Source: an optimization exercise on an open RTL-to-GDS flow (aim: small area, a short achievable clock period and few clock cycles). Production flows keep margins and buffers that such runs may drop.
In this exercise RTL edits were held to simulation tests only and were not proved equivalent to the original.
Power and IR drop assume default switching activity.

## cvu_core
module cvu_core (
    input  wire         clk,
    input  wire         rst,
    input  wire         go,
    input  wire [1:0]   go_alg,
    input  wire         go_init,
    input  wire         go_final,
    input  wire [30:0]  go_len,
    input  wire         ctx_we,
    input  wire [3:0]   ctx_sel,
    input  wire [31:0]  ctx_wdata,
    input  wire         done_clr,
    input  wire         in_valid,
    output wire         in_ready,
    input  wire [31:0]  in_data,
    output wire         busy,
    output reg          done,
    output reg          finalised,
    output reg  [3:0]   cfg_err,
    output wire [255:0] state,
    output wire [63:0]  count
);
    localparam ALG_SHA256 = 2'd3;
    reg         busy_r;
    reg         start;       
    reg  [1:0]  alg;
    reg         ini;
    reg         fin;
    reg  [28:0] wrem;        
    reg  [1:0]  tailb;       
    reg         dl;          
    reg         rdy;         
    reg  [31:0] ib;          
    reg  [1:0]  ibnb;        
    reg         ibv;
    reg  [6:0]  c;           
  ...
Size in the first run: about 440 I/O pins.
clock: 11.0 ns
lec_check: 0
cap_margin: 20
core_margin: 2
core_utilization: 55
cts_cluster_diameter: 60
cts_cluster_size: 20
place_density: 0.7
slew_margin: 20
synth_hierarchical: 1
standard.sh (not shown) runs the stock make flow with config.mk's settings and CLKGATE_MAP_FILE= SYNTH_SCRIPT=/design/flow/synth_recipe.tcl, a recipe that flattens the netlist after the stock synthesis.
==> flow/flow/run.sh <==
#!/bin/bash
# The standard layout (standard.sh) with two changes to how it is made:
# ORFS's timing repair aims for 8 ns of setup slack on the design's clock
# (repair_timing -setup_margin 8) and works on the worst endpoint at a time, and
# the port buffers are buf_2 cells. ORFS writes each step's log under
# orfs/logs; make's own output goes to standard_flow.log.
set -euo pipefail
bash standard.sh SETUP_SLACK_MARGIN=8 TNS_END_PERCENT=0 \
    "BUFFER_PORTS_ARGS=-buffer_cell sky130_fd_sc_hd__buf_2" finish > standard_flow.log 2>&1
Testbench counts at the start, summed over its fixed seeds: cycles 37,894.
Change:
--- a/flow/design.v
+++ b/flow/design.v
@@ -77,20 +77,23 @@
     always @(*) begin
         fmt = {in_data[7:0], in_data[15:8], in_data[23:16], in_data[31:24]};
         case (tnb)
             2'd1: fmt = {fmt[31:24], 24'h800000};
             2'd2: fmt = {fmt[31:16], 16'h8000};
             2'd3: fmt = {fmt[31:8], 8'h80};
             default: ;
         endcase
     end
     wire [2:0] ibn = {ibnb == 2'd0, ibnb};
+    wire [3:0]  cnt_lo = {1'b0, cnt[2:0]} + {1'b0, ibn};
+    wire [60:0] cnt_hi;
+    cvu_inc61 u_inc (.a(cnt[63:3]), .ci(cnt_lo[3]), .s(cnt_hi));
     wire adv     = ~ph_need | ibv | ~dl;          
     wire ins     = ph_ins & adv;                  
     wire rnd     = ph_rnd & adv;
     wire upd     = ph_upd & adv;
     wire sha_cons = ph_need & ibv;                
     wire c_wrap  = (c == 7'd67);
     wire more    = fin ? ~lenin : (dl | ibv);     
     wire sts     = ph_sts & adv;
     wire sha_end = ph_sts & tailm & (c == 7'd2);  
     wire [6:0] c_nx   = c_wrap ? 7'd0 : c + 7'd1;
@@ -578,21 +581,21 @@
                     4'd5: st5 <= ctx_wdata;
                     4'd6: st6 <= ctx_wdata;
                     4'd7: st7 <= ctx_wdata;
                     4'd8: cnt[31:0]  <= ctx_wdata;
                     default: cnt[63:32] <= ctx_wdata;
                 endcase
             end
             if (start && ini)
                 cnt <= 64'd0;
             if ((crc_busy && ibv) || sha_cons)
-                cnt <= cnt + {61'd0, ibn};
+                cnt <= {cnt_hi, cnt_lo[2:0]};
             if (sts) begin
                 st0 <= va; st1 <= st0; st2 <= st1; st3 <= st2;
                 st4 <= ve; st5 <= st4; st6 <= st5; st7 <= st6;
             end
             if (crc_ini) begin
                 st0 <= (alg == 2'd2) ? 32'h0000_FFFF : 32'hFFFF_FFFF;
                 st1 <= 32'd0; st2 <= 32'd0; st3 <= 32'd0;
                 st4 <= 32'd0; st5 <= 32'd0; st6 <= 32'd0; st7 <= 32'd0;
             end
             if (crc_busy && ibv)
@@ -600,10 +603,17 @@
         end
     end
 endmodule
 module cvu_add32 (
     input  wire [31:0] a,
     input  wire [31:0] b,
     output wire [31:0] s
 );
     assign s = a + b;
 endmodule
+module cvu_inc61 (
+    input  wire [60:0] a,
+    input  wire        ci,
+    output wire [60:0] s
+);
+    assign s = a + {60'd0, ci};
+endmodule
What happened: The changed run produced a clean layout; sequential power climbs by about 1%; count of clock-buffer cells in the layout drops by 6; setup slack got worse by 140 ps; design area drops by about 1.3%; utilization drops by 0.88 points; cell count drops by 0.59%; maximum frequency drops by 3.0%; total power hardly moves.
Testbench counts after the change, summed over its fixed seeds: cycles 37,894.

==> re-timing with driven ports <==
How much do the figures lean on ideal ports? The routed layouts below were timed once more, with nothing changed but the port constraints.
Step 1: set_driving_cell puts a clkbuf_16 on clk and a buf_2 on each other input, an assumption about the parent block.
Step 2, shift: input delay + t, output delay - t, t = (earliest + latest rising clock arrival at the registers) / 2. This alone moves slack from input paths to output paths.
Slacks: ideal / step 1 / step 2; pairs: ideal / step 1.
| run | t, ns | setup WS [ns] | worst hold slack (ns) | clock arrival spread, ns |
|---|---|---|---|---|
| the first run | 0.844 | 6.532 / 6.532 / 5.824 | 0.407 / 0.407 / 0.407 | 0.090 / 0.090 |
| the second run | 0.847 | 6.395 / 6.395 / 5.707 | 0.390 / 0.390 / 0.390 | 0.058 / 0.059 |
After both steps setup and hold are still met in every run listed. For the first run, which loses most, drivers alone change the setup slack by 0.000 ns; drivers and shift together by -0.708 ns.
